What follows belongs to an exercise in optimizing a design on an open flow for small area and a short achievable clock period; a production flow would make more cautious choices. No run shown here included a check of the RTL's function; only the layout flow was run. Power and IR drop assume default switching activity.

$ cat flow/design.v
module sett_blkchk (
    input  wire         clk,
    input  wire         rst,           
    input  wire         in_valid,
    input  wire         in_write,      
    input  wire [2:0]   in_idx,
    input  wire [73:0]  in_wword,
    input  wire [591:0] in_block,      
    input  wire [7:0]   in_rowchk,
    input  wire [73:0]  in_colchk,
    output reg          out_valid,
    output reg  [73:0]  out_word,      
    output reg  [591:0] out_block,     
    output reg  [7:0]   out_rowchk,    
    output reg  [73:0]  out_colchk,
    output reg          out_corr,      
    output reg          out_chkfix,    
    output reg          out_uncorr,    
    output reg  [2:0]   out_err_word,  
    output reg  [6:0]   out_err_bit    
);
    localparam W  = 74;    
    localparam NW = 8;     
    localparam POISON = 73;
    integer i, c, k;
    reg [7:0]  row_par;     
    reg [73:0] col_par;     
    reg [7:0]  row_fail;
    reg [73:0] col_fail;
    always @* begin
        for (i = 0; i < NW; i = i + 1) begin
            row_par[i]  = ^in_block[W*i +: W];
            row_fail[i] = row_par[i] ^ in_rowchk[i];
        end
        for (c = 0; c < W; c = c + 1) begin
            col_par[c] = 1'b0;
            for (i = 0; i < NW; i = i + 1)
                col_par[c] = col_par[c] ^ in_block[W*i + c];
            col_fail[c] = col_par[c] ^ in_colchk[c];
        end
    end
    reg [2:0] row_hi, row_lo;
    reg [6:0] col_hi, col_lo;
    always @* begin
        for (k = 0; k < 3; k = k + 1) begin
            row_hi[k] = 1'b0;
            row_lo[k] = 1'b0;
            for (i = 0; i < NW; i = i + 1)
                if ((i >> k) & 1) row_hi[k] = row_hi[k] | row_fail[i];
                else              row_lo[k] = row_lo[k] | row_fail[i];
        end
        for (k = 0; k < 7; k = k + 1) begin
            col_hi[k] = 1'b0;
            col_lo[k] = 1'b0;
            for (c = 0; c < W; c = c + 1)
                if ((c >> k) & 1) col_hi[k] = col_hi[k] | col_fail[c];
                else              col_lo[k] = col_lo[k] | col_fail[c];
        end
    end
    wire row_any  = row_hi[0] | row_lo[0];
    wire col_any  = col_hi[0] | col_lo[0];
    wire row_many = |(row_hi & row_lo);
    wire col_many = |(col_hi & col_lo);
    wire row_one  = row_any & ~row_many;
    wire col_one  = col_any & ~col_many;
    wire do_corr   = row_one & col_one;
    wire do_chkfix = (row_one & ~col_any) | (~row_any & col_one);
    wire do_uncorr = row_many | col_many;
    wire [7:0] row_flip = {NW{do_corr}} & row_fail;
    wire [7:0] poison   = {NW{do_uncorr}} & (row_fail | {NW{~row_any}});
    wire [7:0] pz_new   = poison & ~{in_block[W*7 + POISON], in_block[W*6 + POISON],
                                     in_block[W*5 + POISON], in_block[W*4 + POISON],
                                     in_block[W*3 + POISON], in_block[W*2 + POISON],
                                     in_block[W*1 + POISON], in_block[W*0 + POISON]};
    reg [7:0]   wsel;       
    reg [591:0] new_block;
    always @* begin
        for (i = 0; i < NW; i = i + 1) begin
            wsel[i] = in_write && in_idx == i;
            for (c = 0; c < W; c = c + 1)
                new_block[W*i + c] = in_block[W*i + c] ^ (row_flip[i] & col_fail[c]);
            if (poison[i])
                new_block[W*i + POISON] = 1'b1;
            if (wsel[i])
                new_block[W*i +: W] = in_wword;
        end
    end
    reg [73:0] idx_word;    
    reg        idx_fail;    
    reg [73:0] fix_word;    
    reg        wpar;
    reg [7:0]  new_row;
    reg [73:0] new_col;
    reg        keep;        
    always @* begin
        idx_word = 74'd0;
        idx_fail = 1'b0;
        for (i = 0; i < NW; i = i + 1)
            if (in_idx == i) begin
                idx_word = in_block[W*i +: W];
                idx_fail = row_fail[i];
            end
        fix_word = idx_word ^ ({W{do_corr & idx_fail}} & col_fail);
        fix_word[POISON] = fix_word[POISON] | poison[in_idx];
        wpar = ^in_wword;
        for (i = 0; i < NW; i = i + 1)
            new_row[i] = wsel[i] ? wpar : row_par[i] ^ row_flip[i] ^ pz_new[i];
        keep = ~(in_write & idx_fail);
        for (c = 0; c < W; c = c + 1)
            new_col[c] = col_par[c] ^ (in_write & (idx_word[c] ^ in_wword[c]))
                       ^ (do_corr & keep & col_fail[c]);
        new_col[POISON] = new_col[POISON] ^ (^(pz_new & ~wsel));
    end
    always @(posedge clk) begin
        if (rst)
            out_valid <= 1'b0;
        else
            out_valid <= in_valid;
        out_word     <= in_write ? in_wword : fix_word;
        out_block    <= new_block;
        out_rowchk   <= new_row;
        out_colchk   <= new_col;
        out_corr     <= do_corr;
        out_chkfix   <= do_chkfix;
        out_uncorr   <= do_uncorr;
        out_err_word <= row_hi;
        out_err_bit  <= col_hi;
    end
endmodule
$ cat flow/run.sh
#!/bin/bash
# synth_recipe.tcl (not shown) runs the flow's synth.tcl, then flattens the netlist and writes it again
# the make line also repeats each setting of config.mk as NAME=value (left out here)
make -C /OpenROAD-flow-scripts/flow DESIGN_CONFIG=/design/flow/config.mk WORK_HOME=/design/flow/orfs CLKGATE_MAP_FILE= SYNTH_SCRIPT=/design/flow/synth_recipe.tcl finish
$ cat flow/config.mk
export PLATFORM = sky130hd
export DESIGN_NAME = sett_blkchk
export DESIGN_NICKNAME = sett_blkchk
export VERILOG_FILES = /design/flow/design.v
export SDC_FILE = /design/flow/constraint.sdc
export NUM_CORES = 4
export LEC_CHECK = 0
export CAP_MARGIN = 60
export CORE_MARGIN = 2
export CORE_UTILIZATION = 20
export PLACE_DENSITY = 0.3
export SETUP_SLACK_MARGIN = 5
export SLEW_MARGIN = 60
$ cat flow/constraint.sdc
create_clock -name core_clock -period 15.0 [get_ports {clk}]
set_input_delay 3.0000 -clock core_clock [delete_from_list [all_inputs] [get_ports {clk}]]
set_output_delay 3.0000 -clock core_clock [all_outputs]
set_load 0.01 [all_outputs]
==> results of run 1 <==
==> area by class of cell <==
type,count,share of cell area (%)
Tap cell,3402,5.58
Sequential cell,762,20.0
Inverter,25,0.136
Timing Repair Buffer,1720,22.0
Multi-Input combinational cell,4992,46.8
Clock buffer,172,4.54
Antenna cell,50,0.164
Clock inverter,37,0.711
==> registers in the layout, indices dropped and copies added (netlist names) <==
name / count
out_block: 592
out_colchk: 74
out_word: 74
out_rowchk: 8
out_err_bit: 7
out_err_word: 3
out_chkfix: 1
out_corr: 1
out_uncorr: 1
out_valid: 1
==> tightest hold or removal path: cells and delay by family <==
family                 cells  cell delay [ns]
AO/OA/AOI/OAI              1             0.05
buffers and inverters      1             0.19
AND/OR/NAND/NOR            1             0.08
==> through the flow <==
| step | setup WS (ns) | hold WS (ns) | area [um^2] |
|---|---|---|---|
| 6_report | 6.28 | 2.60 | 76200 |
| 5_1_grt | 6.25 | 2.59 | 76200 |
| 4_1_cts | 6.36 | 2.53 | 76000 |
| 3_5_place_dp | 5.50 | 3.41 | 72000 |
| 3_3_place_gp | 4.57 | 3.53 | 71000 |
| 2_1_floorplan | 8.05 | 3.07 | 52100 |
==> cells in the final DEF, fill, tap and decap left out, drive strengths merged, types with 6 or more instances in the layout <==
| master | netlist | routed |
|---|---|---|
| a211oi | 12 | 12 |
| a21oi | 58 | 58 |
| a221oi | 66 | 66 |
| a22oi | 34 | 34 |
| a32oi | 6 | 6 |
| and2 | 6 | 6 |
| buf | 93 | 335 |
| bufinv | 0 | 12 |
| clkbuf | 374 | 174 |
| clkdlybuf4s50 | 0 | 1382 |
| clkinv | 1 | 23 |
| dfxtp | 762 | 762 |
| diode | 0 | 50 |
| inv | 24 | 27 |
| mux2 | 123 | 123 |
| mux2i | 53 | 53 |
| mux4 | 37 | 37 |
| nand2 | 1498 | 1498 |
| nand3 | 11 | 11 |
| nor2 | 113 | 113 |
| nor3 | 27 | 27 |
| nor4 | 21 | 21 |
| o21ai | 759 | 759 |
| o21bai | 10 | 10 |
| o221ai | 19 | 19 |
| o22a | 14 | 14 |
| o41ai | 6 | 6 |
| or3 | 7 | 7 |
| or4 | 20 | 20 |
| xnor2 | 1141 | 1141 |
| xnor3 | 40 | 40 |
| xor2 | 793 | 793 |
| xor3 | 70 | 70 |
==> cells by family (layout without fill, tap and decap cells) <==
kind of cell    after synthesis  after routing  share of synthesized area, %
other cells                   0             50                             0
mux                         213            213                          5.27
simple gates               1733           1733                          13.3
xor+xnor                   2044           2044                          37.5
flops                       762            762                          29.3
buf+inv                     492           1954                          3.80
compound gates             1002           1002                          10.8
==> worst min path at each step <==
stage,startpoint,end,cells after the start
2_1_floorplan,rst,out_valid$_SDFF_PP0_,1
3_3_place_gp,rst,out_valid$_SDFF_PP0_,2
5_1_grt,in_wword[43],out_block[265]$_DFF_P_,3
4_1_cts,in_wword[6],out_block[376]$_DFF_P_,3
3_5_place_dp,in_wword[6],out_block[376]$_DFF_P_,3
6_report,in_wword[43],out_block[265]$_DFF_P_,3
==> power by group through the flow <==
stage	clock (W)	combinational, W	sequential, W
floorplan	0	0.00281	0.00255
global placement	0	0.00574	0.00253
detailed placement	0	0.00582	0.00253
CTS	0.00305	0.00585	0.00249
global route	0.00311	0.00611	0.00250
finish	0.00297	0.00588	0.00248
==> layer usage <==
| metal | share of wire [%] | vias to the layer above | global-route usage (%) |
|---|---|---|---|
| met3 | 6.9 | 478 | 7.53 |
| met2 | 48 | 2382 | 55.6 |
| met5 | 0.087 | - | 0 |
| met1 | 42 | 25807 | 41.1 |
| li1 | - | 23105 | - |
| met4 | 2.7 | 62 | 9.25 |
==> results.json, run 1 <==
{
  "multiInputGateArea_mm2": 0.0357,
  "drv_slew": 0,
  "synth_most_common_cell": "nand2_1",
  "rows": 187,
  "startpoint_type": "primary input",
  "p_sw_w": 0.00497,
  "crit_end": "out_block[339]$_DFF_P_",
  "vias_per_cell": 4.64,
  "leakage_nw": 26.8,
  "sw_frac_of_total_pct": 43.8,
  "synth_area_mm2": 0.0521,
  "p_seq_share_pct": 21.9,
  "io_pins": 1517,
  "final_layout_size_suffix_gt1_share_pct": 11.0,
  "htreeDepth": 3,
  "syn_inst": 6246,
  "critPathMaxStageDelay_ns": 0.66,
  "critPathBufInv": 5,
  "crit_type": "primary input to flip-flop",
  "grt_pass1_wl_um": 567000,
  "ir_drop_mv": 0.142,
  "synth-edff-count": 0,
  "wl_per_cell_um": 40.3,
  "p_clk_share_pct": 26.2,
  "grt_max_degree": 62,
  "syn_to_final_growth_pct": 46.3,
  "finalCriticalPeriod_ns": 8.72,
  "start_util_pct": 20.1,
  "cts_tree": "done",
  "tns_ns": 0,
  "coreArea_mm2": 0.259,
  "power.share.combinational_pct": 51.9,
  "cts.sinks": 762,
  "synth_top_area_cell": "dfxtp_1",
  "seqCellArea_mm2": 0.0153,
  "clk_pin_slew_ns": 0.06,
  "antenna_found_initial": 159,
  "setup_violations": 0,
  "clock-root-buffer": "clkbuf_16",
  "p_int_w": 0.00637,
  "drtIter0Drc": 4536,
  "drt_first_pass_iters": 5,
  "numCtsBuffers": 112,
  "die_area_mm2": 0.265,
  "crit_chain": "clkdlybuf4s50_1 > xnor2_1 > xnor3_1 > xnor3_1 > xnor3_1 > xnor3_1 > xor2_1 > and4_1 > inv_2 > xnor2_2 > o211ai_2 > buf_4 > nor3_4 > buf_4 > buf_6 > nand2_1 > xor2_1 > o21ai_1",
  "grt_setup_unrepaired": "false",
  "seq_area_frac_synth_pct": 29.3,
  "worstMarginPinSlew_ns": 0.685,
  "grt_overflow": 0,
  "required_ns": 15.69,
  "vias": 51834,
  "hpwl_um": 360000,
  "report.power.total_w": 0.0113,
  "cp_max_fo": 29,
  "die_h_um": 515,
  "path_depth": 18,
  "yosysUniqueCellTypes": 67,
  "fin_util_pct": 29.4,
  "cp_data_arrival_time_ns": 9.41,
  "critPathTopFamily": "XOR/XNOR gates",
  "cts_resized": 0,
  "final_cells": 11160,
  "grt_pass1_vias": 50737,
  "place_inst": 10894,
  "status": "timing/DRC/antenna clean",
  "crit_slowest_cell": "xnor3_1",
  "critPathCaptureType": "flip-flop",
  "maxCapViolCount": 0,
  "fin_nets": 8368,
  "hp-class": "primary input to flip-flop",
  "cts_hold_buffers": 0,
  "avgSynthCellArea_um2": 8.35,
  "dieWidth_um": 515,
  "place_congestion": 0.898,
  "yosys_warnings": 1,
  "groute.usage.overall_pct": 32.7,
  "finalCritPeriodShare_pct": 58.1,
  "yosys-top-cells-count": "nand2_1 (1,498), xnor2_1 (1,140), xor2_1 (791)",
  "synth_ff_type": "dfxtp_1",
  "powerDensity_mw_per_mm2": 149,
  "cts_buffer_depth": 3,
  "drc": 0,
  "portBuffers": 1516,
  "post-cts-setup-buffers": 0,
  "cpMostUsedCell": "xnor3_1",
  "fillers": 27514,
  "wl_um": 450000,
  "synth_top_area_share_pct": 29.3,
  "async_flop_share_pct": 0,
  "setup.worst_path.start": "in_block[238]",
  "yosys-top-cells-area": "dfxtp_1 (29%), xnor2_1 (19%), xor2_1 (13%)",
  "finalHoldViolCount": 0,
  "synth-seq-cells": 762,
  "max-slew-margin-rel_pct": 54.0,
  "ant_nets": 0,
  "fmax_ghz": 0.115
}
==> run 2: changes to the inputs <==
==> flow/flow/run.sh (new file) <==
#!/bin/bash
# Own flow: the standard ORFS layout with a few extra make settings:
# - port buffers use a plain buffer instead of the default delay-buffer cell,
# - CTS does not add dummy loads,
# - synthesis buffers are removed at floorplan instead of a timing repair there,
# - the timing repairs after CTS and global routing aim for extra setup slack
#   on the worst endpoints (the SDC is unchanged).
set -euo pipefail
EXTRA="'BUFFER_PORTS_ARGS=-buffer_cell sky130_fd_sc_hd__buf_1' 'CTS_ARGS=-sink_clustering_enable -repair_clock_nets -dont_use_dummy_load' REMOVE_ABC_BUFFERS=1 SETUP_SLACK_MARGIN=9.5 TNS_END_PERCENT=10"
sed "s|\"\${@:-finish}\"|$EXTRA \"\${@:-finish}\"|" standard.sh > own_standard.sh
bash own_standard.sh > own_standard.log 2>&1
==> flow/standard.sh (new file) <==
#!/bin/bash
# synth_recipe.tcl (not shown) runs the flow's synth.tcl, then flattens the netlist and writes it again
# the make line also repeats each setting of config.mk as NAME=value (left out here)
make -C /OpenROAD-flow-scripts/flow DESIGN_CONFIG=/design/flow/config.mk WORK_HOME=/design/flow/orfs CLKGATE_MAP_FILE= SYNTH_SCRIPT=/design/flow/synth_recipe.tcl "${@:-finish}"
--- a/flow/config.mk
+++ b/flow/config.mk
@@ -11,3 +11,2 @@
 export PLACE_DENSITY = 0.3
-export SETUP_SLACK_MARGIN = 5
 export SLEW_MARGIN = 60
removed: flow/run.sh
==> results.json, run 2 <==
{
  "seq_area_frac_synth_pct": 29.3,
  "cts_hold_buffers": 0,
  "cp_max_fo": 6,
  "avgSynthCellArea_um2": 8.35,
  "yosys_warnings": 1,
  "die_area_mm2": 0.265,
  "required_ns": 15.63,
  "drv_slew": 0,
  "cts.sinks": 762,
  "largest_registers": "out_block: 592 flops, out_colchk: 74 flops, out_word: 74 flops",
  "yosys-top-cells-area": "dfxtp_1 (29%), xnor2_1 (19%), xor2_1 (13%)",
  "drc": 0,
  "rows": 187,
  "grt_pass1_wl_um": 557000,
  "hpwl_um": 335000,
  "fin_nets": 8710,
  "cp_data_arrival_time_ns": 7.59,
  "setup_violations": 0,
  "hp-class": "primary input to flip-flop",
  "leakage_nw": 27.8,
  "final_cells": 11390,
  "cts_tree": "done",
  "ant_nets": 0,
  "grt_overflow": 0,
  "final_cell_mix": "nand2_1 (1,412), buf_1 (1,003), xnor2_1 (877)",
  "dieWidth_um": 515,
  "die_h_um": 515,
  "critPathCaptureType": "flip-flop",
  "yosys-top-cells-count": "nand2_1 (1,498), xnor2_1 (1,140), xor2_1 (791)",
  "wl_um": 446000,
  "synth_most_common_cell": "nand2_1",
  "vias": 53814,
  "coreArea_mm2": 0.259,
  "grt_max_degree": 78,
  "synth-edff-count": 0,
  "start_util_pct": 20.1,
  "grt_pass1_vias": 51780,
  "wl_per_cell_um": 39.2,
  "vias_per_cell": 4.72,
  "synth_top_area_cell": "dfxtp_1",
  "fillers": 28123,
  "status": "timing/DRC/antenna clean",
  "worstMarginPinSlew_ns": 0.651,
  "clock-root-buffer": "clkbuf_16",
  "finalCritPeriodShare_pct": 46.4,
  "tns_ns": 0,
  "syn_to_final_growth_pct": 43.3,
  "drt_first_pass_iters": 5,
  "final_common_cell": "nand2_1",
  "synth_top_area_share_pct": 29.3,
  "antenna_found_initial": 108,
  "place_inst": 10965,
  "holdPathStages": 2,
  "portBuffers": 1516,
  "clk_pin_slew_ns": 0.06,
  "groute.usage.overall_pct": 32.0,
  "async_flop_share_pct": 0,
  "synth-seq-cells": 762,
  "powerDensity_mw_per_mm2": 159,
  "synth_ff_type": "dfxtp_1",
  "ir_drop_mv": 0.182,
  "htreeDepth": 3,
  "crit_type": "primary input to flip-flop",
  "finalCriticalPeriod_ns": 6.96,
  "drtIter0Drc": 4590,
  "top_register": "out_block",
  "hold_slack_ns": 2.37,
  "maxCapViolCount": 0,
  "yosysUniqueCellTypes": 67,
  "io_pins": 1517,
  "place_congestion": 0.873,
  "finalHoldViolCount": 0,
  "final_layout_size_suffix_gt1_share_pct": 24.2,
  "grt_setup_unrepaired": "true",
  "numCtsBuffers": 110,
  "max-slew-margin-rel_pct": 56.3,
  "fmax_ghz": 0.144,
  "startpoint_type": "primary input",
  "largest_reg_flops": 592,
  "synth_area_mm2": 0.0521,
  "syn_inst": 6246,
  "cts_buffer_depth": 3
}
==> run 2: area by class of cell <==
type | instances | area (um^2) | area share, %
Timing Repair Buffer | 2062 | 13100 | 17.5
Clock buffer | 110 | 2750 | 3.69
Tap cell | 3402 | 4260 | 5.70
Antenna cell | 35 | 87.6 | 0.117
Sequential cell | 762 | 15300 | 20.4
Multi-Input combinational cell | 4994 | 39100 | 52.4
Inverter | 25 | 119 | 0.159
==> run 2: worst paths after layout <==
kind,from,end,slack [ns]
setup / recovery,in_block[82],out_colchk[66]$_DFF_P_,8.04
hold / removal,rst,out_valid$_SDFF_PP0_,2.37
==> run 2: per-stage QoR <==
stage | util (%) | instance area (um^2) | worst slack [ns] | power (W)
floorplan | - | 50200 | 1.88 | 0.00527
global placement | 23.9 | 62100 | 4.57 | 0.00806
detailed placement | 24.6 | 63800 | 5.37 | 0.00818
CTS | 27.5 | 71300 | 8.17 | 0.0114
global route | 28.8 | 74600 | 8.12 | 0.0123
finish | 28.8 | 74700 | 8.04 | 0.0119
==> run 2: timing repair <==
item,4_1_cts,5_1_grt
buffers inserted,157,78
setup endpoints to repair,754,751
cloned,29,14
resized for setup,737,552
hold endpoints to repair,0,0
pin swaps,154,179
==> run 2: cells by family (layout without fill, tap and decap cells) <==
logic type | Yosys count | after routing | synth area share [%]
simple gates | 1733 | 1735 | 13.3
xor+xnor | 2044 | 2044 | 37.5
other cells | 0 | 35 | 0
mux | 213 | 213 | 5.27
compound gates | 1002 | 1002 | 10.8
flops | 762 | 762 | 29.3
buf+inv | 492 | 2197 | 3.80
==> run 2: worst max-delay path, stage by stage <==
cell	delay (ns)
buf_2	0.28
xor2_1	0.21
xnor3_2	0.40
xnor3_2	0.47
xnor3_2	0.43
xnor3_2	0.34
xor2_4	0.24
and4_4	0.28
inv_4	0.06
xnor2_4	0.16
o211ai_4	0.13
clkbuf_16	0.19
or3_4	0.48
buf_12	0.19
buf_12	0.14
o21ai_1	0.21
xor2_1	0.34
==> run 2: metal layers <==
layer	wire (um)	vias up	track usage [%]
met5	282	-	0
met4	18500	44	10.3
met3	31200	574	6.58
met2	212000	2498	54.7
met1	184000	26986	39.9
li1	-	23712	-
==> run 2: power breakdown <==
group / total [W] / leakage (nW) / switching (W) / internal [W]
logic: 0.00711 / 20.0 / 0.00433 / 0.00278
clock network: 0.00232 / 1.36 / 0.00105 / 0.00127
registers: 0.00246 / 6.42 / 0.000151 / 0.00231
==> run 3: changes to the inputs <==
--- a/flow/design.v
+++ b/flow/design.v
@@ -75,3 +75,5 @@
     reg [7:0]   wsel;       
-    reg [591:0] new_block;
+    reg [591:0] wr_block;   
+    reg [7:0]   flip_row;   
+    reg [7:0]   pois_row;   
     always @* begin
@@ -79,9 +81,6 @@
             wsel[i] = in_write && in_idx == i;
-            for (c = 0; c < W; c = c + 1)
-                new_block[W*i + c] = in_block[W*i + c] ^ (row_flip[i] & col_fail[c]);
-            if (poison[i])
-                new_block[W*i + POISON] = 1'b1;
-            if (wsel[i])
-                new_block[W*i +: W] = in_wword;
+            wr_block[W*i +: W] = wsel[i] ? in_wword : in_block[W*i +: W];
         end
+        flip_row = row_flip & ~wsel;
+        pois_row = poison & ~wsel;
     end
@@ -102,4 +101,5 @@
             end
-        fix_word = idx_word ^ ({W{do_corr & idx_fail}} & col_fail);
-        fix_word[POISON] = fix_word[POISON] | poison[in_idx];
+        fix_word = (in_write ? in_wword : idx_word)
+                 ^ ({W{do_corr & idx_fail & ~in_write}} & col_fail);
+        fix_word[POISON] = fix_word[POISON] | (poison[in_idx] & ~in_write);
         wpar = ^in_wword;
@@ -113,2 +113,6 @@
     end
+    reg [591:0] r_block;      
+    reg [7:0]   r_flip_row;   
+    reg [73:0]  r_col_fail;   
+    reg [7:0]   r_pois_row;   
     always @(posedge clk) begin
@@ -118,4 +122,7 @@
             out_valid <= in_valid;
-        out_word     <= in_write ? in_wword : fix_word;
-        out_block    <= new_block;
+        out_word     <= fix_word;
+        r_block      <= wr_block;
+        r_flip_row   <= flip_row;
+        r_col_fail   <= col_fail;
+        r_pois_row   <= pois_row;
         out_rowchk   <= new_row;
@@ -128,2 +135,9 @@
     end
+    always @* begin
+        for (i = 0; i < NW; i = i + 1) begin
+            for (c = 0; c < W; c = c + 1)
+                out_block[W*i + c] = r_block[W*i + c] ^ (r_flip_row[i] & r_col_fail[c]);
+            out_block[W*i + POISON] = out_block[W*i + POISON] | r_pois_row[i];
+        end
+    end
 endmodule
--- a/flow/flow/run.sh
+++ b/flow/flow/run.sh
@@ -8,3 +8,3 @@
 set -euo pipefail
-EXTRA="'BUFFER_PORTS_ARGS=-buffer_cell sky130_fd_sc_hd__buf_1' 'CTS_ARGS=-sink_clustering_enable -repair_clock_nets -dont_use_dummy_load' REMOVE_ABC_BUFFERS=1 SETUP_SLACK_MARGIN=9.5 TNS_END_PERCENT=10"
+EXTRA="'BUFFER_PORTS_ARGS=-buffer_cell sky130_fd_sc_hd__buf_1' 'CTS_ARGS=-sink_clustering_enable -repair_clock_nets -dont_use_dummy_load' REMOVE_ABC_BUFFERS=1 SETUP_SLACK_MARGIN=10.2 TNS_END_PERCENT=10"
 sed "s|\"\${@:-finish}\"|$EXTRA \"\${@:-finish}\"|" standard.sh > own_standard.sh
==> results.json, run 3 <==
{
  "drv_slew": 0,
  "vias": 53164,
  "grt_overflow": 0,
  "clk_pin_slew_ns": 0.06,
  "drt_first_pass_iters": 6,
  "status": "timing/DRC/antenna clean",
  "io_pins": 1517,
  "worstMarginPinSlew_ns": 0.690,
  "die_area_mm2": 0.279,
  "cts_tree": "done",
  "pre_cts_ws_ns": 5.84,
  "crit_slowest_cell": "xnor2_2",
  "finalCriticalPeriod_ns": 6.86,
  "critPathMaxStageDelay_ns": 0.49,
  "final_layout_size_suffix_gt1_share_pct": 27.4,
  "syn_to_final_growth_pct": 41.3,
  "vias_per_cell": 4.64,
  "crit_chain": "buf_2 > xnor2_2 > xnor2_1 > xnor2_2 > xnor2_2 > xnor3_2 > buf_12 > xor2_4 > and4_4 > xnor2_2 > a2111o_1 > buf_12 > nor3_4 > buf_12 > buf_16 > buf_12 > nand2_8 > xor2_4",
  "yosys_warnings": 1,
  "critPathTopFamily": "XOR/XNOR gates",
  "grt_max_degree": 51,
  "numCtsBuffers": 120,
  "htreeDepth": 3,
  "ant_nets": 0,
  "startpoint_type": "primary input",
  "synth-seq-cells": 852,
  "critPathCaptureType": "flip-flop",
  "drtIter0Drc": 4205,
  "grt_pass1_wl_um": 579000,
  "critPathBufInv": 6,
  "cts.sinks": 852,
  "async_flop_share_pct": 0,
  "setup_violations": 0,
  "final_common_cell": "xnor2_1",
  "groute.usage.overall_pct": 31.9,
  "tns_ns": 0,
  "coreArea_mm2": 0.274,
  "rows": 192,
  "drc": 0,
  "hpwl_um": 356000,
  "dieWidth_um": 528,
  "synth_ff_type": "dfxtp_1",
  "max-slew-margin-rel_pct": 54.2,
  "worst_slack_ns": 8.14,
  "synth-edff-count": 0,
  "required_ns": 15.61,
  "cp_data_arrival_time_ns": 7.46,
  "finalCritPeriodShare_pct": 45.7,
  "cts_buffer_depth": 3,
  "ir_drop_mv": 0.176,
  "top_register": "r_block",
  "hp-class": "primary input to flip-flop",
  "synth_top_area_cell": "dfxtp_1",
  "finalHoldViolCount": 0,
  "powerDensity_mw_per_mm2": 154,
  "largest_reg_flops": 592,
  "synth_most_common_cell": "xnor2_1",
  "yosysUniqueCellTypes": 64,
  "avgSynthCellArea_um2": 8.88,
  "place_congestion": 0.898,
  "cp_max_fo": 8,
  "seq_area_frac_synth_pct": 31.0,
  "yosys-top-cells-area": "dfxtp_1 (31%), xnor2_1 (28%), nand2_1 (10%)",
  "leakage_nw": 30.1,
  "synth_area_mm2": 0.0550,
  "grt_pass1_vias": 52485,
  "fin_nets": 8579,
  "final_cell_mix": "xnor2_1 (1,472), nand2_1 (1,414), buf_1 (1,042)",
  "grt_setup_unrepaired": "true",
  "maxCapViolCount": 0,
  "start_util_pct": 20.1,
  "portBuffers": 1516,
  "wl_um": 462000,
  "antenna_found_initial": 121,
  "syn_inst": 6192,
  "die_h_um": 528,
  "clock-root-buffer": "clkbuf_16",
  "synth_top_area_share_pct": 31.0,
  "wl_per_cell_um": 40.4,
  "crit_type": "primary input to flip-flop",
  "yosys-top-cells-count": "xnor2_1 (1,755), nand2_1 (1,506), dfxtp_1 (852)",
  "fmax_ghz": 0.146
}
-- run 3: path summary, 6_finish.rpt --
check | cells after the start | start | slack [ns] | to
worst min-delay path | 2 | rst | 2.38 | out_valid$_SDFF_PP0_
worst max-delay path | 18 | in_block[116] | 8.14 | out_word[25]$_DFF_P_
-- run 3: repair_timing --
item	4_1_cts	5_1_grt
gates cloned	23	1
hold endpoints to repair	0	0
endpoints found under the setup margin	1259	1258
hold buffers	0	0
pin swaps	246	138
setup buffers	144	48
resized for setup	938	369
-- run 3: kinds of logic (layout without fill, tap and decap cells) --
family                    after synthesis  count (layout)  synth area share [%]
buffers and inverters                 496            2126                  3.43
AOI/OAI and AO/OA                     413             413                  4.91
muxes                                 590             590                  12.3
DFF                                   852             852                  31.0
and+or+nand+nor                      1802            1802                  13.0
xor gates and xnor gates             2039            2039                  35.3
other                                   0              40                     0
-- run 3: routing by layer --
| layer | wire (um) | part of all wire [%] | track usage [%] |
|---|---|---|---|
| met2 | 222000 | 48 | 54.2 |
| met5 | 400 | 0.087 | 0 |
| met3 | 30100 | 6.5 | 6.57 |
| met1 | 194000 | 42 | 39.9 |
| met4 | 16500 | 3.6 | 10.3 |
-- run 3: final cells by class --
cell class | instances | area, um^2
diodes | 40 | 100
repair buffers | 1943 | 11700
well taps | 3589 | 4490
clock buffers | 120 | 3000
inverters | 63 | 273
flip-flops and latches | 852 | 17100
fillers | 29507 | 196000
multi-input cells | 4844 | 41000
-- run 3: stage by stage --
step                      instances  total power, W  util [%]  cell area, um^2  hold slack, ns
after global routing          11429          0.0124      28.4            77600            2.37
after CTS                     11359          0.0118      27.5            75300            2.29
after global placement        11026         0.00818      23.8            65000            3.15
final                         11451          0.0120      28.4            77700            2.38
after detailed placement      11072         0.00828      24.5            67000            3.16
after floorplan                5759         0.00554         -            53300            3.07
-- run 3: power breakdown --
group	internal, W	total, W	switching [W]
Sequential	0.00265	0.00319	0.000537
Combinational	0.00253	0.00626	0.00373
Clock	0.00138	0.00254	0.00116

==> afterwards: timing with drivers on the ports <==
In the flow no input, the clock included, has a driving cell. The finished layouts below were timed again as built, in two steps.
Step 1 assumes that a clkbuf_16 drives the clock port and a buf_2 every other input.
Step 2, shift: input delay + t, output delay - t, t = (earliest + latest rising clock arrival at the registers) / 2. This alone moves slack from input paths to output paths.
a / b / c = no drivers / after step 1 / after step 2; a / b = the first two.
| run | shift t [ns] | slack for setup (ns) | hold slack, ns | latest minus earliest clock arrival (ns) |
|---|---|---|---|---|
| run 1 | 0.873 | 6.280 / 6.344 / 5.471 | 2.603 / 2.535 / 3.408 | 0.032 / 0.032 |
| run 2 | 0.846 | 8.041 / 8.079 / 7.234 | 2.369 / 2.307 / 3.153 | 0.085 / 0.085 |
| run 3 | 0.862 | 8.145 / 8.140 / 7.278 | 2.379 / 2.291 / 3.153 | 0.064 / 0.064 |
After both steps every run listed still meets setup and hold. The setup slack of run 3, which loses most, moves by -0.005 ns with the drivers and by -0.867 ns with both steps.
